This design comes from an exercise in tuning for small area, a short achievable clock period and few clock cycles on the open sky130 flow, not from production work.
Only simulation tests tie the RTL to the original design; equivalence was not proved.
No activity file was given, so power comes from the tool's default toggle rates.

## flow/design.v (module list and top-level ports; edited modules follow where they fit)
// module fpu_fma: 261 lines
// module fpu_mul: 1691 lines
// module fpu_cmp: 51 lines
// module fpu_f2i: 35 lines
// module sillar_fpu: 72 lines
module sillar_fpu (
    input  wire        clk,
    input  wire        rst,
    input  wire        in_valid,
    output wire        in_ready,
    input  wire [5:0]  in_op,
    input  wire [1:0]  in_rm,
    input  wire [31:0] in_a,
    input  wire [31:0] in_b,
    input  wire [31:0] in_c,
    output reg         out_valid,
    output reg  [31:0] out_res,
    output reg  [4:0]  out_flags
);
  // ...
==> flow/flow/run.sh <==
#!/bin/bash
# The standard layout (standard.sh, unchanged), except that the port
# buffers that global placement inserts on every input and output are
# sky130_fd_sc_hd__buf_4 rather than the default pick, a slow delay cell.
# ORFS writes each tool's log under orfs/logs; make's own output goes to
# standard.log here.
set -euo pipefail
cd "$(dirname "$0")/.."
export BUFFER_PORTS_ARGS="-buffer_cell sky130_fd_sc_hd__buf_4"
bash standard.sh > standard.log 2>&1
==> flow/standard.sh <==
#!/bin/bash
# synth_recipe.tcl (not shown) runs the flow's synth.tcl, then flattens the netlist and writes it again
# the make line also repeats each setting of config.mk as NAME=value (left out here)
make -C /OpenROAD-flow-scripts/flow DESIGN_CONFIG=/design/flow/config.mk WORK_HOME=/design/flow/orfs CLKGATE_MAP_FILE= SYNTH_SCRIPT=/design/flow/synth_recipe.tcl "${@:-finish}"
==> flow/config.mk <==
export PLATFORM = sky130hd
export DESIGN_NAME = sillar_fpu
export DESIGN_NICKNAME = sillar_fpu
export VERILOG_FILES = /design/flow/design.v
export SDC_FILE = /design/flow/constraint.sdc
export NUM_CORES = 4
export LEC_CHECK = 0
export CAP_MARGIN = 70
export CORE_MARGIN = 2
export CORE_UTILIZATION = 40
export SLEW_MARGIN = 85
==> flow/constraint.sdc <==
create_clock -name core_clock -period 22.0 [get_ports {clk}]
set_input_delay 4.4000 -clock core_clock [delete_from_list [all_inputs] [get_ports {clk}]]
set_output_delay 4.4000 -clock core_clock [all_outputs]
set_load 0.01 [all_outputs]
==> impl_results.md, run 1 <==
* Unique masters post-synth at between 90 and 100
* Ys flop type: dfxtp_1
* Post-synth EDFFs at 0
* Reg2reg start: u_fma.r_aln[34]
* Clock Tree Root: clkbuf_16
* Crit-path most repeated cell: clkdlybuf4s50_1
* Cell taking the most area after synthesis: fa_1
* Critical Path AT at 14.87 ns
* Crit-path slowest cell: fa_1
* Hold path endpoint: u_fma.w_mflags[2]
* CTS tree: done
* Final Cycle Share at approximately 65%
* Final setup vio count at 0
* Post-synth ARST share at 0%
* Die H at 345 µm
* CTS Sinks at 529
* Worst skew pair latency at 0.71 ns
* Final clock-cell share at 3.32%
* Commonest cells in the netlist: nor2_1 (886), fa_1 (544), dfxtp_1 (529)
* Critical path launch point: u_fma.r_aln[34]
* Setup TNS at 0 ns
* Remaining antenna violation count after routing at 0
* Worst reg-to-reg setup slack at 7.72 ns
* Fin util at 58.8%
* Status: timing/DRC/antenna clean
* DP Worst Slack at 8.29 ns
Testbench counts, summed over its fixed seeds: cycles 48,040.
==> module fpu_fma, before the edit <==
module fpu_fma (
    input  wire        clk,
    input  wire [5:0]  op,
    input  wire [1:0]  rm,
    input  wire        is_i2f,
    input  wire        is_f2i,
    input  wire [31:0] x,
    input  wire [31:0] y,
    input  wire [31:0] c,
    input  wire [7:0]  ex,       
    input  wire [7:0]  ey,
    input  wire [7:0]  ez,
    input  wire        hx,       
    input  wire        xm,       
    input  wire        hy,
    input  wire        ym,       
    input  wire        one,      
    input  wire        hz,
    input  wire        sz,       
    input  wire        zb,       
    input  wire        zc,       
    output reg  [31:0] res,
    output reg  [4:0]  flags
);
    localparam QNAN = 32'h7FC0_0000;
    wire is_mul  = (op == 6'h02);
    wire is_msub = (op == 6'h04);
    wire use_cmp = op[4] | (op[3:0] == 4'h7) | (op[3:0] == 4'h8);
    wire use_abs = ~op[4] & (op[3:0] == 4'h9);
    wire use_neg = ~op[4] & (op[3:0] == 4'hA);
    wire misc    = use_cmp | use_abs | use_neg;
    wire [31:0] cmp_res;
    wire [4:0]  cmp_flags;
    fpu_cmp u_cmp (.op(op), .a(x), .b(y), .res(cmp_res), .flags(cmp_flags));
    wire [31:0] misc_res   = use_cmp ? cmp_res : {use_neg & ~x[31], x[30:0]};
    wire [4:0]  misc_flags = use_cmp ? cmp_flags : 5'd0;
    wire [22:0] zf = zb ? y[22:0] : zc ? c[22:0] : x[22:0];
    wire zero_x = ~hx, zero_y = ~hy;
    wire fx = &x[30:23], fy = &y[30:23] & ~one, fz = &ez;
    wire mx0 = (x[22:0] == 23'd0), my0 = (y[22:0] == 23'd0), mz0 = (zf == 23'd0);
    wire inf_x = fx & mx0, inf_y = fy & my0, inf_z = fz & mz0;
    wire nan_x = fx & ~mx0, nan_y = fy & ~my0, nan_z = fz & ~mz0;
    wire snan_any = (nan_x & ~x[22]) | (nan_y & ~y[22]) | (nan_z & ~zf[22]);
    wire nan_any  = nan_x | nan_y | nan_z;
    wire sp_fp     = x[31] ^ (y[31] & ~one) ^ is_msub;
    wire p_inf     = inf_x | inf_y;
    wire p_invalid = (inf_x & zero_y) | (inf_y & zero_x);
    wire inf_inf   = p_inf & inf_z & (sp_fp != sz);
    wire sp     = sp_fp;
    wire p_zero = (zero_x | zero_y) & ~is_f2i;
    wire c_zero = ~hz & ~is_i2f;
    wire spec_nan  = ~is_i2f & (nan_any | p_invalid | inf_inf);
    wire spec_inv  = ~is_i2f & (snan_any | (~nan_any & (p_invalid | inf_inf)));
    wire spec_inf  = ~is_i2f & (p_inf | inf_z);
    wire spec_infs = p_inf ? sp_fp : sz;
    wire zsign = is_mul ? sp :
                 is_i2f ? 1'b0 :
                 (p_zero & c_zero & (sp == sz)) ? sp : (rm == 2'd1);
    wire f2i_nan = nan_z;
    wire f2i_big = (ez > 8'd158) | ((ez == 8'd158) & (~x[31] | ~mz0));
    wire [23:0] mx = {hx, x[22:0] & {23{xm}}};
    wire [23:0] my = {hy, y[22:0] & {23{ym}}};
    wire [47:0] psn, pcn;
    fpu_mul u_mul (.x(mx), .y(my), .sn(psn), .cn(pcn));
    wire [8:0] epp = {1'b0, ex} + {1'b0, ey};
    wire signed [10:0] ep = $signed({2'b0, epp}) - 11'sd100;
    wire signed [10:0] sh_raw = ep - $signed({3'b0, ez});
    wire big_c = ~c_zero & (p_zero | sh_raw[10]);
    wire signed [10:0] sh_ov = $signed({2'b0, epp}) + $signed({3'b111, ~ez}) - 11'sd175;
    wire over  = ~sh_ov[10];
    wire signed [10:0] e74 = big_c ? $signed({3'b0, ez}) : ep;
    wire [31:0] mz = is_i2f ? x : {hz, zf & {23{hz}}, 8'd0};
    wire [106:0] ext = {mz, 75'd0} >> sh_raw[6:0];
    wire [74:0] al = big_c ? {mz, 43'd0} :
                     over  ? {74'd0, hz} :
                     {ext[106:33], |ext[32:0]};
    wire eff_sub = sp ^ sz;
    wire [74:0] alx = al ^ {75{eff_sub}};
    reg [47:0] r_psn, r_pcn;
    reg [74:0] r_aln;
    reg        r_sub;
    reg signed [10:0] r_e74;
    reg        r_sp, r_zsign, r_nan, r_inv, r_inf, r_infs, r_misc, r_f2i, r_fnan, r_fbig;
    reg [1:0]  r_rm;
    always @(posedge clk) begin
        r_psn   <= psn;
        r_pcn   <= pcn;
        r_aln   <= ~(misc ? {38'd0, misc_flags, misc_res} : alx);
        r_sub   <= eff_sub;
        r_e74   <= e74;
        r_sp    <= sp;
        r_zsign <= zsign;
        r_nan   <= spec_nan;
        r_inv   <= spec_inv;
        r_inf   <= spec_inf;
        r_infs  <= spec_infs;
        r_rm    <= rm;
        r_misc  <= misc;
        r_f2i   <= is_f2i;
        r_fnan  <= f2i_nan;
        r_fbig  <= f2i_big;
    end
    wire [74:0] r_al = ~r_aln;
    wire [76:0] tn_a = {~r_sub, ~r_sub, r_aln[74:2], r_f2i ? 2'd0 : r_aln[1:0]};
    wire [76:0] tn_b = {{28{1'b1}}, r_psn, 1'b1};
    wire [76:0] tn_c = {{28{1'b1}}, r_pcn, 1'b1};
    wire [76:0] un_s = tn_a ^ tn_b ^ tn_c;
    wire [76:0] un_c = {(tn_a[75:0] & tn_b[75:0]) | (tn_c[75:0] & (tn_a[75:0] ^ tn_b[75:0])), 1'b1};
    wire [76:0] hp = un_s ^ un_c;
    reg  [76:0] gg, pp, gn, pn;
    integer l, k;
    always @(*) begin
        gg = ~(un_s | un_c);
        pp = hp;
        for (l = 0; l < 7; l = l + 1) begin
            gn = gg;
            pn = pp;
            for (k = 0; k < 77; k = k + 1)
                if (k[l]) begin
                    gn[k] = gg[k] | (pp[k] & gg[((k >> l) << l) - 1]);
                    pn[k] = pp[k] & pp[((k >> l) << l) - 1];
                end
            gg = gn;
            pp = pn;
        end
    end
    wire [76:0] sum0 = hp ^ {gg[75:0], 1'b0};
    wire [76:0] sum1 = hp ^ {gg[75:0] | pp[75:0], 1'b1};
    wire        neg = r_sub & sum1[76];
    wire [75:0] mag = ~r_sub ? sum0[75:0] : (neg ? ~sum0[75:0] : sum1[75:0]);
    wire [31:0] f2i_res;
    wire [4:0]  f2i_flags;
    fpu_f2i u_f2i (.rm(r_rm), .s(r_sub), .al(r_al[2:0]), .q0(sum0[33:2]), .q1(sum1[33:2]),
                   .nan(r_fnan), .big(r_fbig), .res(f2i_res), .flags(f2i_flags));
    reg [75:0] q_mag;
    reg signed [10:0] q_e74;
    reg        q_rsign, q_zsign, q_nan, q_inv, q_inf, q_infs, q_misc;
    reg [1:0]  q_rm;
    reg [4:0]  q_mflags;
    always @(posedge clk) begin
        q_mag    <= r_misc ? {r_al[31:0], 44'd0} : r_f2i ? {f2i_res, 44'd0} : mag;
        q_mflags <= r_misc ? r_al[36:32] : f2i_flags;
        q_e74    <= r_e74;
        q_rsign  <= r_sp ^ neg;
        q_zsign  <= r_zsign;
        q_nan    <= r_nan;
        q_inv    <= r_inv;
        q_inf    <= r_inf;
        q_infs   <= r_infs;
        q_rm     <= r_rm;
        q_misc   <= r_misc | r_f2i;
    end
    wire [79:0]  mp  = {q_mag, 4'd0};
    wire [109:0] mpx = {q_mag, 34'd0};
    reg  [9:0]  gnz;
    reg  [2:0]  glz [0:9];
    integer g, j;
    always @(*) begin
        for (g = 0; g < 10; g = g + 1) begin
            gnz[g] = |mp[79 - 8*g -: 8];
            glz[g] = 3'd7;
            for (j = 0; j < 8; j = j + 1)
                if (mp[72 - 8*g + j]) glz[g] = 3'd7 - j[2:0];
        end
    end
    reg [9:0] gsel;
    reg       seen;
    always @(*) begin
        seen = q_misc;
        gsel = {9'd0, q_misc};
        for (g = 0; g < 10; g = g + 1) begin
            if (!seen && gnz[g]) gsel[g] = 1'b1;
            seen = seen | gnz[g];
        end
    end
    wire mzero = ~|gnz;
    reg [3:0] lz_hi;
    reg [2:0] lz_lo;
    reg [33:0] cf;
    always @(*) begin
        lz_hi = 4'd0;
        lz_lo = 3'd0;
        cf = 34'd0;
        for (g = 0; g < 10; g = g + 1)
            if (gsel[g]) begin
                lz_hi = lz_hi | g[3:0];
                lz_lo = lz_lo | (q_misc ? 3'd0 : glz[g]);
                cf = cf | mpx[109 - 8*g -: 34];
            end
    end
    wire [5:0] blk = {|q_mag[1:0], |q_mag[9:2], |q_mag[17:10], |q_mag[25:18],
                      |q_mag[33:26], |q_mag[41:34]};
    wire [5:0] blk_suf = {blk[5], |blk[5:4], |blk[5:3], |blk[5:2], |blk[5:1], |blk[5:0]};
    wire stc = |(gsel[5:0] & blk_suf);
    wire [6:0] lz = {lz_hi, lz_lo};
    wire [33:0] n3 = cf << lz_lo;
    reg [31:0] w_n;
    reg        w_stc;
    reg signed [10:0] w_e75;
    reg [6:0]  w_lz;
    reg        w_rsign, w_zsign, w_nan, w_inv, w_inf, w_infs, w_misc, w_mzero;
    reg [1:0]  w_rm;
    reg [4:0]  w_mflags;
    always @(posedge clk) begin
        w_n      <= n3[33:2];
        w_stc    <= stc | (|n3[1:0]);
        w_e75    <= q_e74 + 11'sd1;
        w_lz     <= lz;
        w_rsign  <= q_rsign;
        w_zsign  <= q_zsign;
        w_nan    <= q_nan;
        w_inv    <= q_inv;
        w_inf    <= q_inf;
        w_infs   <= q_infs;
        w_misc   <= q_misc;
        w_mzero  <= mzero;
        w_rm     <= q_rm;
        w_mflags <= q_mflags;
    end
    wire signed [10:0] e_lead  = w_e75 - $signed({4'd0, w_lz});
    wire signed [10:0] e_lead1 = w_e75 + 11'sd1 - $signed({4'd0, w_lz});
    wire tiny = (e_lead < 11'sd1);
    wire [23:0] mant  = w_n[31:8];
    wire        guard = w_n[7];
    wire        stick = (|w_n[6:0]) | w_stc;
    wire        inexact = guard | stick;
    reg         round_up;
    always @(*) begin
        case (w_rm)
            2'd0:    round_up = guard & (stick | mant[0]);
            2'd1:    round_up = w_rsign & inexact;
            2'd2:    round_up = 1'b0;
            default: round_up = ~w_rsign & inexact;
        endcase
    end
    wire [24:0] mant_inc = {1'b0, mant} + 25'd1;
    wire        carry    = round_up & (&mant);
    wire [22:0] frac_r   = round_up ? mant_inc[22:0] : mant[22:0];
    wire signed [10:0] e_fin = carry ? e_lead1 : e_lead;
    wire overflow = carry ? (e_lead1 > 11'sd254) : (e_lead > 11'sd254);
    wire ovf_to_inf = (w_rm == 2'd0) || (w_rm == 2'd1 && w_rsign) || (w_rm == 2'd3 && !w_rsign);
    always @(*) begin
        if (w_misc) begin
            res = w_n; flags = w_mflags;
        end else if (w_nan) begin
            res = QNAN; flags = {4'd0, w_inv};
        end else if (w_inf) begin
            res = {w_infs, 8'hFF, 23'd0}; flags = 5'd0;
        end else if (w_mzero) begin
            res = {w_zsign, 31'd0}; flags = 5'd0;
        end else if (tiny) begin
            res = {w_rsign, 31'd0}; flags = 5'h18;
        end else if (overflow) begin
            res = ovf_to_inf ? {w_rsign, 8'hFF, 23'd0} : {w_rsign, 8'hFE, 23'h7F_FFFF};
            flags = 5'h14;
        end else begin
            res = {w_rsign, e_fin[7:0], frac_r};
            flags = {inexact, 4'd0};
        end
    end
endmodule
==> module fpu_cmp, before the edit <==
module fpu_cmp (
    input  wire [5:0]  op,
    input  wire [31:0] a,
    input  wire [31:0] b,
    output reg  [31:0] res,
    output reg  [4:0]  flags
);
    localparam QNAN = 32'h7FC0_0000;
    wire ffa = &a[30:23], ffb = &b[30:23];
    wire nan_a  = ffa & (a[22:0] != 23'd0);
    wire nan_b  = ffb & (b[22:0] != 23'd0);
    wire snan_a = nan_a & ~a[22];
    wire snan_b = nan_b & ~b[22];
    wire za = (a[30:23] == 8'd0), zb = (b[30:23] == 8'd0);
    wire [30:0] ma = za ? 31'd0 : a[30:0];
    wire [30:0] mb = zb ? 31'd0 : b[30:0];
    wire sa = a[31], sb = b[31];
    wire r_lt = (a[30:0] < b[30:0]);
    wire r_eq = (a[30:0] == b[30:0]);
    wire both_zero = za & zb;
    wire m_lt = za ? ~zb : ~zb & r_lt;
    wire m_eq = both_zero | (~za & ~zb & r_eq);
    wire k_eq = (sa == sb) & m_eq;
    wire k_lt = (sa & ~sb) | (~sa & ~sb & m_lt) | (sa & sb & ~m_lt & ~m_eq);
    wire v_eq = k_eq | both_zero;
    wire v_lt = k_lt & ~both_zero;
    wire is_min = ~op[4] & ~op[3];      
    wire sel_a  = is_min ? (k_lt | k_eq) : ~k_lt;
    wire [31:0] fa = {sa, ma}, fb = {sb, mb};
    always @(*) begin
        res = 32'd0;
        flags = 5'd0;
        if (~op[4]) begin               
            flags[0] = snan_a | snan_b;
            if (nan_a & nan_b)
                res = QNAN;
            else if (nan_a)
                res = fb;
            else if (nan_b)
                res = fa;
            else
                res = sel_a ? fa : fb;
        end else if (op[1:0] == 2'd0) begin    
            flags[0] = snan_a | snan_b;
            res[0] = ~nan_a & ~nan_b & v_eq;
        end else begin                  
            flags[0] = nan_a | nan_b;
            res[0] = ~nan_a & ~nan_b & (v_lt | (op[1] & v_eq));
        end
    end
endmodule
==> module sillar_fpu, before the edit <==
module sillar_fpu (
    input  wire        clk,
    input  wire        rst,
    input  wire        in_valid,
    output wire        in_ready,
    input  wire [5:0]  in_op,
    input  wire [1:0]  in_rm,
    input  wire [31:0] in_a,
    input  wire [31:0] in_b,
    input  wire [31:0] in_c,
    output reg         out_valid,
    output reg  [31:0] out_res,
    output reg  [4:0]  out_flags
);
    assign in_ready = 1'b1;
    wire [5:0] o = in_op;
    wire d_as  = ~o[4] & ~o[3] & ~o[2] & ~o[1];           
    wire d_fma = ~o[4] & ~o[3] & (o[2] | (o[1] & o[0]));   
    wire d_i2f = o[3] & o[1] & o[0];
    wire d_f2i = o[3] & o[2];
    wire d_one = d_as | d_i2f | d_f2i;
    wire za = (in_a[30:23] == 8'd0);
    wire zb = (in_b[30:23] == 8'd0);
    wire zc = (in_c[30:23] == 8'd0);
    reg        v0;
    reg [5:0]  op0;
    reg [1:0]  rm0;
    reg [31:0] x0, y0, c0;
    reg [7:0]  ex0, ey0, ez0;
    reg        hx0, xm0, hy0, ym0, one0, hz0, sz0, zb0, zc0, i2f0, f2i0;
    always @(posedge clk) begin
        v0   <= in_valid & ~rst;
        op0  <= in_op;
        rm0  <= in_rm;
        x0   <= in_a;
        y0   <= in_b;
        c0   <= in_c;
        ex0  <= d_i2f ? 8'd159 : d_f2i ? 8'd172 : in_a[30:23];
        ey0  <= d_one ? 8'd127 : in_b[30:23];
        ez0  <= d_as ? in_b[30:23] : d_fma ? in_c[30:23] :
                d_i2f ? 8'd158 : d_f2i ? in_a[30:23] : 8'd0;
        hx0  <= d_i2f ? in_a[31] : ~d_f2i & ~za;
        xm0  <= ~o[3] & ~za;
        hy0  <= d_one | ~zb;
        ym0  <= ~d_one & ~zb;
        one0 <= d_one;
        hz0  <= d_as ? ~zb : d_fma ? ~zc : d_f2i & ~za;
        sz0  <= d_as ? in_b[31] ^ o[0] : d_fma & in_c[31];
        zb0  <= d_as;
        zc0  <= d_fma;
        i2f0 <= d_i2f;
        f2i0 <= d_f2i;
    end
    wire [31:0] res4;
    wire [4:0]  flags4;
    fpu_fma u_fma (.clk(clk), .op(op0), .rm(rm0), .is_i2f(i2f0), .is_f2i(f2i0),
                   .x(x0), .y(y0), .c(c0), .ex(ex0), .ey(ey0), .ez(ez0),
                   .hx(hx0), .xm(xm0), .hy(hy0), .ym(ym0), .one(one0),
                   .hz(hz0), .sz(sz0), .zb(zb0), .zc(zc0),
                   .res(res4), .flags(flags4));
    reg v1, v2, v3;
    always @(posedge clk) begin
        v1 <= v0 & ~rst;
        v2 <= v1 & ~rst;
        v3 <= v2 & ~rst;
    end
    always @(posedge clk) begin
        out_valid <= v3 & ~rst;
        out_res   <= res4;
        out_flags <= flags4;
    end
endmodule
==> run 2: changes to the inputs <==
--- a/flow/design.v
+++ b/flow/design.v
@@ -8,7 +8,7 @@
     input  wire [31:0] y,
     input  wire [31:0] c,
-    input  wire [7:0]  ex,       
-    input  wire [7:0]  ey,
-    input  wire [7:0]  ez,
+    input  wire [8:0]  sab,      
+    input  wire [8:0]  sa1,      
+    input  wire [7:0]  ez,       
     input  wire        hx,       
     input  wire        xm,       
@@ -63,5 +63,5 @@
     wire [47:0] psn, pcn;
     fpu_mul u_mul (.x(mx), .y(my), .sn(psn), .cn(pcn));
-    wire [8:0] epp = {1'b0, ex} + {1'b0, ey};
+    wire [8:0] epp = is_i2f ? 9'd286 : is_f2i ? 9'd299 : one ? sa1 : sab;
     wire signed [10:0] ep = $signed({2'b0, epp}) - 11'sd100;
     wire signed [10:0] sh_raw = ep - $signed({3'b0, ez});
@@ -1968,9 +1968,7 @@
     wire [30:0] mb = zb ? 31'd0 : b[30:0];
     wire sa = a[31], sb = b[31];
-    wire r_lt = (a[30:0] < b[30:0]);
-    wire r_eq = (a[30:0] == b[30:0]);
+    wire m_lt = (ma < mb);
+    wire m_eq = (ma == mb);
     wire both_zero = za & zb;
-    wire m_lt = za ? ~zb : ~zb & r_lt;
-    wire m_eq = both_zero | (~za & ~zb & r_eq);
     wire k_eq = (sa == sb) & m_eq;
     wire k_lt = (sa & ~sb) | (~sa & ~sb & m_lt) | (sa & sb & ~m_lt & ~m_eq);
@@ -2065,5 +2063,6 @@
     reg [1:0]  rm0;
     reg [31:0] x0, y0, c0;
-    reg [7:0]  ex0, ey0, ez0;
+    reg [8:0]  sab0, sa10;
+    reg [7:0]  ez0;
     reg        hx0, xm0, hy0, ym0, one0, hz0, sz0, zb0, zc0, i2f0, f2i0;
     always @(posedge clk) begin
@@ -2074,6 +2073,6 @@
         y0   <= in_b;
         c0   <= in_c;
-        ex0  <= d_i2f ? 8'd159 : d_f2i ? 8'd172 : in_a[30:23];
-        ey0  <= d_one ? 8'd127 : in_b[30:23];
+        sab0 <= {1'b0, in_a[30:23]} + {1'b0, in_b[30:23]};
+        sa10 <= {1'b0, in_a[30:23]} + 9'd127;
         ez0  <= d_as ? in_b[30:23] : d_fma ? in_c[30:23] :
                 d_i2f ? 8'd158 : d_f2i ? in_a[30:23] : 8'd0;
@@ -2093,5 +2092,5 @@
     wire [4:0]  flags4;
     fpu_fma u_fma (.clk(clk), .op(op0), .rm(rm0), .is_i2f(i2f0), .is_f2i(f2i0),
-                   .x(x0), .y(y0), .c(c0), .ex(ex0), .ey(ey0), .ez(ez0),
+                   .x(x0), .y(y0), .c(c0), .sab(sab0), .sa1(sa10), .ez(ez0),
                    .hx(hx0), .xm(xm0), .hy(hy0), .ym(ym0), .one(one0),
                    .hz(hz0), .sz(sz0), .zb(zb0), .zc(zc0),
--- a/flow/config.mk
+++ b/flow/config.mk
@@ -6,6 +6,6 @@
 export NUM_CORES = 4
 export LEC_CHECK = 0
-export CAP_MARGIN = 70
+export CAP_MARGIN = 20
 export CORE_MARGIN = 2
 export CORE_UTILIZATION = 40
-export SLEW_MARGIN = 85
+export SLEW_MARGIN = 20
==> run 2 against run 1 <==
Largest cell class unchanged. Cell area shrank 24%. First-iteration DRC count grew 1.2%. Flip-flop and latch count grew 2. Clock skew shrank 0.0025 ns. Synthesized cell count grew 0.80%. Highest routed layer unchanged. Still clean. Critical endpoint is now u_fma.r_aln[26]. Largest power group unchanged. Critical path type unchanged. Fmax grew 130%. Critical path depth shrank 24. Sequential power shrank 7%. Non-clock buffer count shrank 783. Die area grew 1.7%.
==> impl_results.md, run 2 <==
* Fin nets at 6234 (was 6983)
* Fin. Hold Viols at 0 (unchanged)
* Commonest non-fill, non-tap cell in the layout: nor2_1 (unchanged)
* Final Skew at 0.0370 ns (was 0.0396 ns)
* Final setup vio count at 0 (unchanged)
* Critical path class: flip-flop to flip-flop (unchanged)
* 1st-pass router iterations at 8 (was 6)
* IO Pins at 146 (unchanged)
* Routability cong. at 1.05 (was 1.04)
* Routed WL per cell at 26.8 µm (was 25.9 µm)
* Crit path max fanout at 35 (was 5)
* Dpl hpwl at 143000 µm (was 159000 µm)
* Vias per cell at 6.06 (was 5.96)
* Total grt overflow at 0 (unchanged)
* Critical Path AT at 6.70 ns (was 14.87 ns)
* Area growth, synth to finish at 9.93% (was 46.5%)
* Mean area per synthesized cell at 8.68 µm² (was 8.60 µm²)
* Worst path bufs/invs at 1 (was 28)
* Status: timing/DRC/antenna clean (unchanged)
* Design Area, Final at 52000 µm² (was 68100 µm²)
* Max-Cap Viols at 0 (unchanged)
* Pin count of the biggest net entering global routing at 68 (was 35)
* Ys flop type: dfxtp_1 (unchanged)
* Core ar. at 118000 µm² (was 116000 µm²)
* Fin util at 44.2% (was 58.8%)
* Clock Tree Root: clkbuf_16 (unchanged)
* Final cell count without fillers at 7007 (was 7749)
* H-tree levels at 2 (unchanged)
* Unique masters post-synth at 102 (was 91)
* Total GRT Usage at 30.7% (was 33.1%)
* Number of global-route vias before repair at 41700 (was 46100)
* Post-Synth Adder-Cell Area at 27.4% (was 27.8%)
* Worst skew pair latency at 0.70 ns (was 0.71 ns)
* DRC at 0 (unchanged)
* Pwr dens at 125 nW/µm² (was 141 nW/µm²)
* DIE AREA at 121000 µm² (was 119000 µm²)
* Leak Pwr at 22.4 nW (was 27.4 nW)
* Cell taking the most area after synthesis: fa_1 (unchanged)
* CP endpoint kind: flip-flop (unchanged)
* Maximum operating frequency at 161 MHz (was 70.0 MHz)
* Most frequent cell after synthesis: nor2_1 (unchanged)
* HP Class: flip-flop to flip-flop (unchanged)
* Routed Wire Length at 188000 µm (was 201000 µm)
* DP Worst Slack at 15.97 ns (was 8.29 ns)
* VDD IR max at 0.0738 mV (was 0.102 mV)
* Setup crit start kind: flip-flop (unchanged)
* Final Worst Setup Slack at 15.78 ns (was 7.72 ns)
* Starting Density at 40.2% (about the same)
* Setup TNS at 0 ns (unchanged)
* RSZ-0062 raised after global routing: no (unchanged)
* Final Max Slew Viols at 0 (unchanged)
* Synth Area in XOR/XNOR at 4.04% (was 4.20%)
* Synth Area in Compound Gates at 15.7% (was 15.5%)
* Share of layout cells above drive strength 1 at 9.64% (was 34.2%)
* Biggest regs: u_fma.q_mag: 76 flops, u_fma.r_aln: 75 flops, u_fma.r_psn: 47 flops (unchanged)
* # port buffers at 144 (unchanged)
* Total chip power at 6.48 mW (was 9.58 mW)
* DRT iter0 DRCs at 5216 (was 5156)
* CTS max path bufs at 3 (unchanged)
* Crit path time final at 6.22 ns (was 14.28 ns)
* Relative slew slack at 22.7%
* Commonest cells in the netlist: nor2_1 (842), fa_1 (544), dfxtp_1 (531) (was nor2_1 (886), fa_1 (544), dfxtp_1 (529))
* Placed Area at 50000 µm² (was 63100 µm²)
* Post-synth EDFFs at 0 (unchanged)
* Cell row count at 126 (was 125)
* Most flop-heavy register: u_fma.q_mag (unchanged)
* Placed Cells at 6896 (was 7541)
* Worst hold margin at 0.297 ns (was 0.326 ns)
* CTS tree: done (unchanged)
* Vias at 42500 (was 46200)
* Delay-heaviest family, CP: simple AND/OR/NAND/NOR gates (was buffers and inverters)
* WP data required at 22.48 ns (was 22.58 ns)
* Resized cells post-CTS at 0 (unchanged)
* Initial antenna violation count at 8 (was 6)
* Largest stage delay, worst path at 0.88 ns (was 0.54 ns)
* Synth top area share at 23.0% (was 23.4%)
* Simple-gate area share of the yosys netlist at 18.0% (was 17.7%)
* Synth Cell Area at 47300 µm² (was 46500 µm²)
* Crit-path cells: nor4_1, nand2_1, and2_1, ha_1, nor2b_1, o21a_1, o21a_1, o41ai_1, a31oi_1, or4b_2, and2_1, a311oi_4, buf_4, nor2_1, mux2_2, o21ai_0
* Final Cycle Share at 28.3% (was 64.9%)
* Die W at 348 µm (was 345 µm)
* Largest family of logic cells by synthesized area: adder cells (unchanged)
* Yosys warnings at 5 (unchanged)
* Clock transition at path regs at 0.06 ns (was 0.07 ns)
* Hold_buf cts at 0 (unchanged)
* Remaining antenna violation count after routing at 0 (unchanged)
* CTS Sinks at 531 (was 529)
* Worst-Margin Slew at 1.15 ns
* Die H at 348 µm (was 345 µm)
* Synthesis-stage register bit count at 531 (was 529)
* Synthesized netlist net count at 6261 (was 6216)
* First-pass GRT wire length at 278000 µm (was 295000 µm)
* Crit-path slowest cell: o21ai_0 (was fa_1)
* CTS buffer count at 57 (was 60)
* Mux cell area share after synthesis at 5.60% (was 5.07%)
* Max FFs per register at 76 (unchanged)
* Sequential share of the synthesized area at 22.5% (was 22.8%)
* Post-synth ARST share at 0% (unchanged)
* Postcts setup bufs at 0 (unchanged)
* Most frequent cells in the layout: nor2_1 (838), fa_1 (544), dfxtp_1 (527), inv_1 (445), nand2_1 (425) (was nor2_1 (714), fa_1 (539), inv_1 (454), nand2_1 (323), dfxtp_1 (323))
* Gate Count Post-Synth at 5446 (was 5403)
* Top cells by area, synth: fa_1 (23%), dfxtp_1 (22%), nor2_1 (6.7%) (was fa_1 (23%), dfxtp_1 (23%), nor2_1 (7.2%))
## run 2: worst paths after layout
kind,slack (ns),end,start,depth (start not counted)
min reg2reg,0.30,u_fma.w_mflags[4],u_fma.q_mflags[4],0
min,0.30,u_fma.w_mflags[4],u_fma.q_mflags[4],0
max,15.78,u_fma.r_aln[26],x0[28],16
max reg2reg,15.78,u_fma.r_aln[26],x0[28],16
## run 2: routing by layer
| metal | wire length (µm) | track usage (%) | up-vias |
|---|---|---|---|
| li1 | - | - | 18600 |
| met1 | 75200 | 40.7 | 20700 |
| met2 | 79500 | 45.9 | 2672 |
| met3 | 21500 | 8.30 | 560 |
| met4 | 11700 | 15.5 | 8 |
| met5 | 55 | 0 | - |
## run 2: final cells by class
type,instances,area (µm²)
Fill cell,11700,65600
Multi-Input combinational cell,4094,33600
Sequential cell,531,10600
Timing Repair Buffer,283,2120
Tap cell,1536,1920
Inverter,452,1700
Clock buffer,71,1540
Clock inverter,36,435
Antenna cell,4,10.0
## run 2: cell families (layout without fill, tap and decap cells)
| kind of cell | Yosys count | count (layout) |
|---|---|---|
| buffers and inverters | 821 | 842 |
| XOR/XNOR | 218 | 218 |
| other | 1 | 5 |
| flip-flops | 531 | 531 |
| adder cells (fa/ha/maj) | 708 | 708 |
| AND/OR/NAND/NOR | 1878 | 1878 |
| multiplexers | 236 | 236 |
| AO/OA/AOI/OAI | 1053 | 1053 |
## run 2: power by group
group | switching, mW | leakage [nW] | internal (mW)
clock | 0.435 | 0.952 | 0.575
combinational | 2.48 | 17.0 | 1.44
sequential | 0.321 | 4.43 | 1.22
Testbench counts of run 2, summed over its fixed seeds: cycles 48,040.
==> run 3: changes to the inputs <==
==> flow/run.sh (new file) <==
#!/bin/bash
# synth_recipe.tcl (not shown) runs the flow's synth.tcl, then flattens the netlist and writes it again
# the make line also repeats each setting of config.mk as NAME=value (left out here)
make -C /OpenROAD-flow-scripts/flow DESIGN_CONFIG=/design/flow/config.mk WORK_HOME=/design/flow/orfs CLKGATE_MAP_FILE= SYNTH_SCRIPT=/design/flow/synth_recipe.tcl finish
removed: flow/flow/run.sh
removed: flow/standard.sh
==> run 3 against run 2 <==
Cell area up 0.84%. Sequential share of layout area down 0.17 points. Total power grew 1.4%. Fmax increased by 0.24%. Utilization increased by 0.37 points. Setup slack improved by 0.015 ns. Clock power grew 4%.
==> impl_results.md, run 3 <==
* Die H at 348 µm (unchanged)
* Part of the power in the clock network at 16.0% (was 15.6%)
* CTS max path bufs at 3 (unchanged)
* Combinational power share at 60.5% (was 60.6%)
* Worst path bufs/invs at 3 (was 1)
* Final Max Slew Viols at 0 (unchanged)
* Commonest non-fill, non-tap cell in the layout: nor2_1 (unchanged)
* Vias at 42300 (was 42500)
* CTS buffer count at 59 (was 57)
* Max FFs per register at 76 (unchanged)
* Switching power at 3.27 mW (was 3.24 mW)
* Internal Pwr Total at 3.29 mW (was 3.24 mW)
* Hold_buf cts at 0 (unchanged)
* Multi-input gate area in the final layout at 33600 µm² (about the same)
* WP data required at 22.61 ns (was 22.48 ns)
* Unique masters post-synth at 102 (unchanged)
* Setup crit start kind: flip-flop (unchanged)
* CTS Sinks at 531 (unchanged)
* HP Class: flip-flop to flip-flop (unchanged)
* R2R depth at 17 (was 16)
* Worst hold stages at 0 (unchanged)
* Setup TNS at 0 ns (unchanged)
* Crit-path most repeated cell: buf_4
* CTS tree: done (unchanged)
* # port buffers at 144 (unchanged)
* Most flop-heavy register: u_fma.q_mag (unchanged)
* Fin. Hold Viols at 0 (unchanged)
* Post-synth ARST share at 0% (unchanged)
* Placed Cells at 6892 (was 6896)
* Worst skew pair latency at 0.69 ns (was 0.70 ns)
* Post-synth EDFFs at 0 (unchanged)
* Cell row count at 126 (unchanged)
* Top cells by area, synth: fa_1 (23%), dfxtp_1 (22%), nor2_1 (6.7%) (unchanged)
* Max-Cap Viols at 0 (unchanged)
* Worst-Margin Slew at 1.18 ns (was 1.15 ns)
* Crit-path cells: mux2_2, o21ai_0, ha_2, fa_1, buf_4, clkinv_1, buf_4, nor2_1, a32oi_1, nor3_1, a221oi_1, nand2_1, or3_1, nor4_1, a31oi_1, o41a_1, o211ai_1 (was nor4_1, nand2_1, and2_1, ha_1, nor2b_1, o21a_1, o21a_1, o41ai_1, a31oi_1, or4b_2, and2_1, a311oi_4, buf_4, nor2_1, mux2_2, o21ai_0)
* Register Area at 10600 µm² (unchanged)
* Maximum operating frequency at 161 MHz (about the same)
* Synth top area share at 23.0% (unchanged)
* Share of layout cells above drive strength 1 at 6.92% (was 9.64%)
* IO Pins at 146 (unchanged)
* Fin nets at 6233 (was 6234)
* Most frequent cells in the layout: nor2_1 (838), fa_1 (544), dfxtp_1 (527), inv_1 (445), nand2_1 (425) (unchanged)
* Area growth, synth to finish at 10.8% (was 9.93%)
* Fillers at 11700 (about the same)
* Hold path startpoint: u_fma.q_mflags[1] (was u_fma.q_mflags[4])
* Pin count of the biggest net entering global routing at 66 (was 68)
* DIE AREA at 121000 µm² (unchanged)
* VDD IR max at 0.0902 mV (was 0.0738 mV)
* H-tree levels at 2 (unchanged)
* Commonest cells in the netlist: nor2_1 (842), fa_1 (544), dfxtp_1 (531) (unchanged)
* Remaining antenna violation count after routing at 0 (unchanged)
* Most frequent cell after synthesis: nor2_1 (unchanged)
* Ys flop type: dfxtp_1 (unchanged)
* Clock Tree Root: clkbuf_16 (unchanged)
* CP endpoint kind: flip-flop (unchanged)
* Crit-path slowest cell: dfxtp_1 (was o21ai_0)
* Vias per cell at 6.05 (was 6.06)
* Final Skew at 0.0281 ns (was 0.0370 ns)
* Worst reg-to-reg setup slack at 15.80 ns (was 15.78 ns)
* Status: timing/DRC/antenna clean (unchanged)
* Resized cells post-CTS at 0 (unchanged)
* Number of global-route vias before repair at 41800 (was 41700)
* Routed Wire Length at 191000 µm (was 188000 µm)
* Pwr dens at 125 nW/µm² (about the same)
* Critical Path AT at 6.82 ns (was 6.70 ns)
* RSZ-0062 raised after global routing: no (unchanged)
* Final cell count without fillers at 6998 (was 7007)
* Core ar. at 118000 µm² (unchanged)
* Clock transition at path regs at 0.07 ns (was 0.06 ns)
* Sequential share of power at 23.4% (was 23.8%)
* Delay-heaviest family, CP: compound AO/OA/AOI/OAI gates (was simple AND/OR/NAND/NOR gates)
* Initial antenna violation count at 6 (was 8)
* Relative slew slack at 20.6% (was 22.7%)
* Sequential share of the synthesized area at 22.5% (unchanged)
* Synthesis-stage register bit count at 531 (unchanged)
* 1st-pass router iterations at 8 (unchanged)
* Worst reg2reg endpoint: u_fma.r_aln[0] (was u_fma.r_aln[26])
* Dpl hpwl at 144000 µm (was 143000 µm)
* Gate Count Post-Synth at 5446 (unchanged)
* Crit path max fanout at 49 (was 35)
* Total GRT Usage at 31.1% (was 30.7%)
* Postcts setup bufs at 0 (unchanged)
* First-pass GRT wire length at 280000 µm (was 278000 µm)
* Crit path time final at 6.20 ns (was 6.22 ns)
* Routed WL per cell at 27.3 µm (was 26.8 µm)
* Total chip power at 6.57 mW (was 6.48 mW)
* Biggest regs: u_fma.q_mag: 76 flops, u_fma.r_aln: 75 flops, u_fma.r_psn: 47 flops (unchanged)
* Final setup vio count at 0 (unchanged)
* Starting Density at 40.2% (unchanged)
* Routability cong. at 1.00 (was 1.05)
* Mean area per synthesized cell at 8.68 µm² (unchanged)
* Synth Cell Area at 47300 µm² (unchanged)
* Leak Pwr at 22.3 nW (was 22.4 nW)
* Critical path class: flip-flop to flip-flop (unchanged)
* Final Cycle Share at 28.2% (was 28.3%)
* Reg2reg start: one0 (was x0[28])
* Total grt overflow at 0 (unchanged)
* Synthesized netlist net count at 6261 (unchanged)
* Die W at 348 µm (unchanged)
* DRT iter0 DRCs at 5116 (was 5216)
* Hold path endpoint: u_fma.w_mflags[1] (was u_fma.w_mflags[4])
* DRC at 0 (unchanged)
* Yosys warnings at 5 (unchanged)
* Switching Fraction at 49.9% (was 50.0%)
* Largest stage delay, worst path at 0.81 ns (was 0.88 ns)
* Cell taking the most area after synthesis: fa_1 (unchanged)
==> run 3: layout make-up <==
type,count,area share (%)
timing repair buffer,280,4.69
tap,1536,3.67
clock inverter,28,0.811
antenna,2,0.00955
sequential,531,20.3
multi-input combinational,4094,64.2
clock buffer,75,3.14
inverter,452,3.24
==> run 3: worst max path at each step <==
stage	slack [ns]	start	cells after the start	end
global placement	15.31	in_a[23]	12	sab0[8]
detailed placement	15.34	in_a[23]	12	sab0[8]
CTS	15.88	out_flags[2]	1	out_flags[2]
floorplan	16.26	in_a[23]	11	sab0[8]
finish	15.80	one0	17	u_fma.r_aln[0]
global route	15.56	one0	17	u_fma.r_aln[0]
==> run 3: cells by family (layout without fill, tap and decap cells) <==
| group | count (synthesis) | count (layout) | synth area share (%) |
|---|---|---|---|
| compound gates | 1053 | 1053 | 15.7 |
| xor+xnor | 218 | 218 | 4.04 |
| fa+ha+maj | 708 | 708 | 27.4 |
| buf+inv | 821 | 835 | 6.77 |
| flops | 531 | 531 | 22.5 |
| mux | 236 | 236 | 5.60 |
| other cells | 1 | 3 | 0.00793 |
| simple gates | 1878 | 1878 | 18.0 |
==> run 3: stage by stage <==
step           cell area (µm²)  setup slack (ns)  utilization (%)  hold WS, ns
6_report                 52400             15.80             44.6        0.321
5_1_grt                  52400             15.56             44.6        0.325
3_3_place_gp             50300             15.31             42.8        0.312
4_1_cts                  52400             15.88             44.6        0.325
2_1_floorplan            47300             16.26                -        0.310
3_5_place_dp             50300             15.34             42.8        0.312
==> run 3: worst register-to-register path, cell delays in order, from the launching register on <==
cell      delay (ns)
dfxtp_1         0.81
mux2_2          0.42
o21ai_0         0.21
ha_2            0.26
fa_1            0.42
buf_4           0.32
clkinv_1        0.13
buf_4           0.43
nor2_1          0.19
a32oi_1         0.64
nor3_1          0.10
a221oi_1        0.54
nand2_1         0.12
or3_1           0.32
nor4_1          0.46
a31oi_1         0.23
o41a_1          0.44
o211ai_1        0.10
==> run 3: metal layers <==
| layer | wire, µm | vias to the layer above | GRT usage, % |
|---|---|---|---|
| met5 | 13 | - | 0 |
| met4 | 11500 | 2 | 15.6 |
| met3 | 20700 | 545 | 8.18 |
| met2 | 80800 | 2545 | 46.4 |
| met1 | 78100 | 20700 | 41.5 |
| li1 | - | 18600 | - |
==> run 3: power by group through the flow <==
stage                     clock network, mW  logic (mW)  registers [mW]
after floorplan                           0        2.63            1.38
after global placement                    0        3.84            1.55
after detailed placement                  0        3.86            1.55
after CTS                              1.07        3.88            1.53
after global routing                   1.11        4.29            1.55
final                                  1.05        3.97            1.54
==> run 4: changes to the inputs <==
--- a/flow/design.v
+++ b/flow/design.v
@@ -8,7 +8,7 @@
     input  wire [31:0] y,
     input  wire [31:0] c,
-    input  wire [8:0]  sab,      
-    input  wire [8:0]  sa1,      
-    input  wire [7:0]  ez,       
+    input  wire [7:0]  ex,       
+    input  wire [7:0]  ey,
+    input  wire [7:0]  ez,
     input  wire        hx,       
     input  wire        xm,       
@@ -63,10 +63,9 @@
     wire [47:0] psn, pcn;
     fpu_mul u_mul (.x(mx), .y(my), .sn(psn), .cn(pcn));
-    wire [8:0] epp = is_i2f ? 9'd286 : is_f2i ? 9'd299 : one ? sa1 : sab;
+    wire [8:0] epp = {1'b0, ex} + {1'b0, ey};
     wire signed [10:0] ep = $signed({2'b0, epp}) - 11'sd100;
     wire signed [10:0] sh_raw = ep - $signed({3'b0, ez});
     wire big_c = ~c_zero & (p_zero | sh_raw[10]);
-    wire signed [10:0] sh_ov = $signed({2'b0, epp}) + $signed({3'b111, ~ez}) - 11'sd175;
-    wire over  = ~sh_ov[10];
+    wire over  = ~sh_raw[10] & (sh_raw[9:0] > 10'd75);
     wire signed [10:0] e74 = big_c ? $signed({3'b0, ez}) : ep;
     wire [31:0] mz = is_i2f ? x : {hz, zf & {23{hz}}, 8'd0};
@@ -77,6 +76,11 @@
     wire eff_sub = sp ^ sz;
     wire [74:0] alx = al ^ {75{eff_sub}};
-    reg [47:0] r_psn, r_pcn;
-    reg [74:0] r_aln;
+    wire [74:0] aln1 = ~(misc ? {38'd0, misc_flags, misc_res} : alx);
+    wire [48:0] tn_b1 = {1'b1, psn};
+    wire [48:0] tn_c1 = {1'b1, pcn};
+    wire [48:0] un_s1 = aln1[49:1] ^ tn_b1 ^ tn_c1;
+    wire [47:0] un_c1 = (aln1[48:1] & psn) | (pcn & (aln1[48:1] ^ psn));
+    reg [74:0] r_usn;        
+    reg [49:2] r_ucn;        
     reg        r_sub;
     reg signed [10:0] r_e74;
@@ -84,7 +88,6 @@
     reg [1:0]  r_rm;
     always @(posedge clk) begin
-        r_psn   <= psn;
-        r_pcn   <= pcn;
-        r_aln   <= ~(misc ? {38'd0, misc_flags, misc_res} : alx);
+        r_usn   <= {aln1[74:50], un_s1, aln1[0]};
+        r_ucn   <= un_c1;
         r_sub   <= eff_sub;
         r_e74   <= e74;
@@ -101,10 +104,7 @@
         r_fbig  <= f2i_big;
     end
-    wire [74:0] r_al = ~r_aln;
-    wire [76:0] tn_a = {~r_sub, ~r_sub, r_aln[74:2], r_f2i ? 2'd0 : r_aln[1:0]};
-    wire [76:0] tn_b = {{28{1'b1}}, r_psn, 1'b1};
-    wire [76:0] tn_c = {{28{1'b1}}, r_pcn, 1'b1};
-    wire [76:0] un_s = tn_a ^ tn_b ^ tn_c;
-    wire [76:0] un_c = {(tn_a[75:0] & tn_b[75:0]) | (tn_c[75:0] & (tn_a[75:0] ^ tn_b[75:0])), 1'b1};
+    wire [74:0] r_al = ~r_usn;
+    wire [76:0] un_s = {~r_sub, ~r_sub, r_usn[74:2], r_f2i ? 2'd0 : r_usn[1:0]};
+    wire [76:0] un_c = {{27{1'b1}}, r_ucn, 2'b11};
     wire [76:0] hp = un_s ^ un_c;
     reg  [76:0] gg, pp, gn, pn;
@@ -2056,4 +2056,5 @@
     wire d_f2i = o[3] & o[2];
     wire d_one = d_as | d_i2f | d_f2i;
+    wire d_prd = ~o[4] & ~o[3] & ~(o[2] & (o[1] | o[0]));   
     wire za = (in_a[30:23] == 8'd0);
     wire zb = (in_b[30:23] == 8'd0);
@@ -2063,6 +2064,5 @@
     reg [1:0]  rm0;
     reg [31:0] x0, y0, c0;
-    reg [8:0]  sab0, sa10;
-    reg [7:0]  ez0;
+    reg [7:0]  ex0, ey0, ez0;
     reg        hx0, xm0, hy0, ym0, one0, hz0, sz0, zb0, zc0, i2f0, f2i0;
     always @(posedge clk) begin
@@ -2073,10 +2073,10 @@
         y0   <= in_b;
         c0   <= in_c;
-        sab0 <= {1'b0, in_a[30:23]} + {1'b0, in_b[30:23]};
-        sa10 <= {1'b0, in_a[30:23]} + 9'd127;
+        ex0  <= d_i2f ? 8'd159 : d_f2i ? 8'd172 : in_a[30:23];
+        ey0  <= d_one ? 8'd127 : in_b[30:23];
         ez0  <= d_as ? in_b[30:23] : d_fma ? in_c[30:23] :
                 d_i2f ? 8'd158 : d_f2i ? in_a[30:23] : 8'd0;
-        hx0  <= d_i2f ? in_a[31] : ~d_f2i & ~za;
-        xm0  <= ~o[3] & ~za;
+        hx0  <= d_i2f ? in_a[31] : d_prd & ~za;
+        xm0  <= d_prd & ~za;
         hy0  <= d_one | ~zb;
         ym0  <= ~d_one & ~zb;
@@ -2092,5 +2092,5 @@
     wire [4:0]  flags4;
     fpu_fma u_fma (.clk(clk), .op(op0), .rm(rm0), .is_i2f(i2f0), .is_f2i(f2i0),
-                   .x(x0), .y(y0), .c(c0), .sab(sab0), .sa1(sa10), .ez(ez0),
+                   .x(x0), .y(y0), .c(c0), .ex(ex0), .ey(ey0), .ez(ez0),
                    .hx(hx0), .xm(xm0), .hy(hy0), .ym(ym0), .one(one0),
                    .hz(hz0), .sz(sz0), .zb(zb0), .zc(zc0),
==> run 4 against run 3 <==
Synthesized cell count is 3.9% lower. Cell count decreased by 4.2%. Non-clock buffer count fell by 27. Wire length shrank 6.4%. Sequential share of layout area decreased by 0.72 points. Combinational power is 21% lower. Total power down 16%. First-iteration DRC count rose by 3.8%. Via count down 3.0%. Register-to-register slack worse by 0.74 ns. Still clean. Clock power down 8%.
==> impl_results.md, run 4 <==
* Share of layout cells above drive strength 1 at 5.76% (was 6.92%)
* Simple-gate area share of the yosys netlist at 18.5% (was 18.0%)
* Clock transition at path regs at 0.07 ns (about the same)
* Remaining antenna violation count after routing at 0 (unchanged)
* # port buffers at 144 (unchanged)
* RSZ-0062 raised after global routing: no (unchanged)
* Maximum operating frequency at 144 MHz (was 161 MHz)
* Final Worst Setup Slack at 15.06 ns (was 15.80 ns)
* Pin count of the biggest net entering global routing at 70 (was 66)
* Routability cong. at 1.04 (was 1.00)
* Setup TNS at 0 ns (unchanged)
* Most frequent cell after synthesis: nand2_1 (was nor2_1)
* Hold path endpoint: u_fma.w_infs (was u_fma.w_mflags[1])
* DRC at 0 (unchanged)
* HP Class: flip-flop to flip-flop (unchanged)
* Pwr dens at 112 nW/µm² (was 125 nW/µm²)
* Crit-path cells: ha_1, ha_1, fa_1, a21o_1, a21oi_1, xnor2_1, ha_1, or2_2, o21a_1, buf_4, a211oi_1, o21ai_0, o211ai_1, nand3_1, a211oi_1, xor2_1, o21ai_0, a21o_1, fa_1 (was mux2_2, o21ai_0, ha_2, fa_1, buf_4, clkinv_1, buf_4, nor2_1, a32oi_1, nor3_1, a221oi_1, nand2_1, or3_1, nor4_1, a31oi_1, o41a_1, o211ai_1)
* Die H at 338 µm (was 348 µm)
* Die W at 338 µm (was 348 µm)
* Total grt overflow at 0 (unchanged)
* Area growth, synth to finish at 10.5% (was 10.8%)
* VDD IR max at 0.0961 mV (was 0.0902 mV)
* Resized cells post-CTS at 0 (unchanged)
* Synth Area in Compound Gates at 17.4% (was 15.7%)
* Commonest cells in the netlist: nand2_1 (888), fa_1 (543), dfxtp_1 (483) (was nor2_1 (842), fa_1 (544), dfxtp_1 (531))
* Final Cycle Share at 31.6% (was 28.2%)
* Register Area at 9670 µm² (was 10600 µm²)
* R2R depth at 19 (was 17)
* Vias per cell at 6.13 (was 6.05)
* Commonest non-fill, non-tap cell in the layout: nand2_1 (was nor2_1)
* Gate Count Post-Synth at 5231 (was 5446)
* Largest family of logic cells by synthesized area: adder cells (unchanged)
* Mean area per synthesized cell at 8.56 µm² (was 8.68 µm²)
* Most frequent cells in the layout: nand2_1 (887), fa_1 (543), dfxtp_1 (479), nor2_1 (404), inv_1 (312) (was nor2_1 (838), fa_1 (544), dfxtp_1 (527), inv_1 (445), nand2_1 (425))
* Setup crit start kind: flip-flop (unchanged)
* Worst skew pair latency at 0.67 ns (was 0.69 ns)
* Routed Wire Length at 179000 µm (was 191000 µm)
* Max FFs per register at 76 (unchanged)
* Metal2 WL at 76800 µm (was 80800 µm)
* Most flop-heavy register: u_fma.q_mag (unchanged)
* Placed Cells at 6602 (was 6892)
* Post-synth EDFFs at 0 (unchanged)
* Synthesized netlist net count at 6035 (was 6261)
* Hold path startpoint: u_fma.q_infs (was u_fma.q_mflags[1])
* H-tree levels at 2 (unchanged)
* DRT iter0 DRCs at 5308 (was 5116)
* First-pass GRT wire length at 265000 µm (was 280000 µm)
* Top cells by area, synth: fa_1 (24%), dfxtp_1 (22%), nand2_1 (7.4%) (was fa_1 (23%), dfxtp_1 (22%), nor2_1 (6.7%))
* Worst path bufs/invs at 1 (was 3)
* CTS max path bufs at 3 (unchanged)
* Final Max Slew Viols at 0 (unchanged)
* Crit-path most repeated cell: ha_1 (was buf_4)
* Fin. Hold Viols at 0 (unchanged)
* Number of global-route vias before repair at 40400 (was 41800)
* 1st-pass router iterations at 7 (was 8)
* Starting Density at 40.4% (was 40.2%)
* Crit path time final at 6.94 ns (was 6.20 ns)
* Postcts setup bufs at 0 (unchanged)
* Unique masters post-synth at 99 (was 102)
* Critical Path AT at 7.45 ns (was 6.82 ns)
* WP data required at 22.51 ns (was 22.61 ns)
* Max-Cap Viols at 0 (unchanged)
* Synth Cell Area at 44800 µm² (was 47300 µm²)
* Synth Area in XOR/XNOR at 4.14% (was 4.04%)
* Cell row count at 122 (was 126)
* CP endpoint kind: flip-flop (unchanged)
* Routed WL per cell at 26.7 µm (was 27.3 µm)
* Total GRT Usage at 30.5% (was 31.1%)
* Total chip power at 5.53 mW (was 6.57 mW)
* Fillers at 11000 (was 11700)
* Synth top area share at 24.3% (was 23.0%)
* Post-synth ARST share at 0% (unchanged)
* Final Skew at 0.0483 ns (was 0.0281 ns)
* Final cell count without fillers at 6702 (was 6998)
* Dpl hpwl at 134000 µm (was 144000 µm)
* Initial antenna violation count at 3 (was 6)
* Crit path max fanout at 31 (was 49)
* Clock Tree Root: clkbuf_16 (unchanged)
* Cell taking the most area after synthesis: fa_1 (unchanged)
* M1 wire length at 70600 µm (was 78100 µm)
* CTS tree: done (unchanged)
* Synthesis-stage register bit count at 483 (was 531)
* Sequential share of the synthesized area at 21.6% (was 22.5%)
* DIE AREA at 115000 µm² (was 121000 µm²)
* Core ar. at 111000 µm² (was 118000 µm²)
* Status: timing/DRC/antenna clean (unchanged)
* Reg2reg start: ex0[1] (was one0)
* Multi-input gate area in the final layout at 32500 µm² (was 33600 µm²)
* Largest stage delay, worst path at 1.04 ns (was 0.81 ns)
* Worst hold stages at 0 (unchanged)
* Worst reg-to-reg setup slack at 15.06 ns (was 15.80 ns)
* DR WL met3 at 20500 µm (was 20700 µm)
* Yosys warnings at 5 (unchanged)
* Mux cell area share after synthesis at 3.79% (was 5.60%)
* Delay-heaviest family, CP: compound AO/OA/AOI/OAI gates (unchanged)
* Fin nets at 5973 (was 6233)
* CTS Sinks at 483 (was 531)
* Ys flop type: dfxtp_1 (unchanged)
* Post-Synth Adder-Cell Area at 28.6% (was 27.4%)
* Relative slew slack at 16.2% (was 20.6%)
* Final setup vio count at 0 (unchanged)
* Leak Pwr at 16.7 nW (was 22.3 nW)
* Worst reg2reg endpoint: u_fma.r_usn[29] (was u_fma.r_aln[0])
* Vias at 41100 (was 42300)
* Top Metal Used: met5 (unchanged)
* Crit-path slowest cell: a211oi_1 (was dfxtp_1)
* Worst-Margin Slew at 1.26 ns (was 1.18 ns)
* Critical path class: flip-flop to flip-flop (unchanged)
* Biggest regs: u_fma.q_mag: 76 flops, u_fma.r_usn: 75 flops, u_fma.r_ucn: 47 flops (was u_fma.q_mag: 76 flops, u_fma.r_aln: 75 flops, u_fma.r_psn: 47 flops)
* IO Pins at 146 (unchanged)
* DP Worst Slack at 15.06 ns (was 15.34 ns)
* Hold_buf cts at 0 (unchanged)
* CTS buffer count at 52 (was 59)
==> run 4: cell types whose count changed after synthesis, moves of 20 or more <==
| cell | change |
|---|---|
| a21oi_1 | +47 |
| a22oi_1 | +24 |
| and2_1 | +35 |
| and3_1 | -44 |
| buf_1 | -21 |
| clkbuf_1 | +34 |
| dfxtp_1 | -48 |
| inv_1 | -133 |
| mux2i_1 | -42 |
| nand2_1 | +463 |
| nand4_1 | -20 |
| nor2_1 | -434 |
| o21ai_0 | +58 |
| o22ai_1 | +28 |
==> run 4: cell type report <==
cell class / count / area share, %
Multi-Input combinational cell: 4061 / 65.8
Clock inverter: 30 / 0.901
Antenna cell: 2 / 0.0101
Tap cell: 1488 / 3.77
Inverter: 318 / 2.41
Sequential cell: 483 / 19.6
Clock buffer: 67 / 2.99
Timing Repair Buffer: 253 / 4.59
==> run 4: worst max path at each step <==
stage,startpoint,end,depth (start not counted)
global placement,ex0[1],u_fma.r_usn[45],18
finish,ex0[1],u_fma.r_usn[29],19
floorplan,ym0,u_fma.r_usn[24],15
global route,ex0[1],u_fma.r_usn[43],18
detailed placement,ex0[1],u_fma.r_usn[43],18
CTS,ex0[1],u_fma.r_usn[43],18
==> run 4: kinds of logic (layout without fill, tap and decap cells) <==
logic type | after synthesis | after routing
adder cells (fa/ha/maj) | 697 | 697
flip-flops | 483 | 483
AND/OR/NAND/NOR | 1865 | 1865
XOR/XNOR | 210 | 210
other | 1 | 3
AO/OA/AOI/OAI | 1130 | 1130
multiplexers | 158 | 158
buffers and inverters | 687 | 668
==> run 4: metal layers <==
| layer | track usage, % | vias up |
|---|---|---|
| met5 | 0 | - |
| met4 | 15.6 | 4 |
| met3 | 7.92 | 579 |
| met2 | 46.4 | 2707 |
| met1 | 39.9 | 20000 |
| li1 | - | 17800 |
==> run 4: report_power, final <==
part / switching [mW] / internal, mW / total [mW]
sequential: 0.314 / 1.11 / 1.43
combinational: 2.01 / 1.12 / 3.14
clock: 0.396 / 0.575 / 0.971
total: 2.72 / 2.81 / 5.53
==> run 4: stage by stage <==
stage,area (µm²),hold slack (ns),utilization (%)
5_1_grt,49400,0.319,44.6
3_3_place_gp,47500,0.312,42.8
3_5_place_dp,47500,0.312,42.8
4_1_cts,49400,0.316,44.6
6_report,49400,0.315,44.6
2_1_floorplan,44800,0.310,-
Testbench counts of run 4, summed over its fixed seeds: cycles 48,040.

[separate check: timing with driven ports]
No port has a modelled driver above. Below, the same layouts with a new extraction and two added sets of constraints.
Step 1 assumes that a clkbuf_16 drives the clock port and a buf_2 every other input.
Step 2 times the ports against the registers' clock, not the clock port: input delays grow and output delays shrink by t, the midpoint of the rising clock arrivals with the driver on.
Three values: ideal ports, drivers, drivers and shift; two values: the first two.
run	shift t [ns]	setup slack, ns	worst setup path after step 2	slew at the worst register clock pin (ns)
run 1	0.770	7.718 / 7.718 / 7.718	register to register	0.08 / 0.08
run 2	0.754	15.783 / 15.783 / 15.783	register to register	0.07 / 0.07
run 3	0.758	15.798 / 15.798 / 15.311	input to register	0.07 / 0.07
run 4	0.720	15.056 / 15.056 / 15.056	register to register	0.08 / 0.08
After both steps every run listed still meets setup and hold. The setup slack of run 3, which loses most, moves by 0.000 ns with the drivers and by -0.487 ns with both steps.
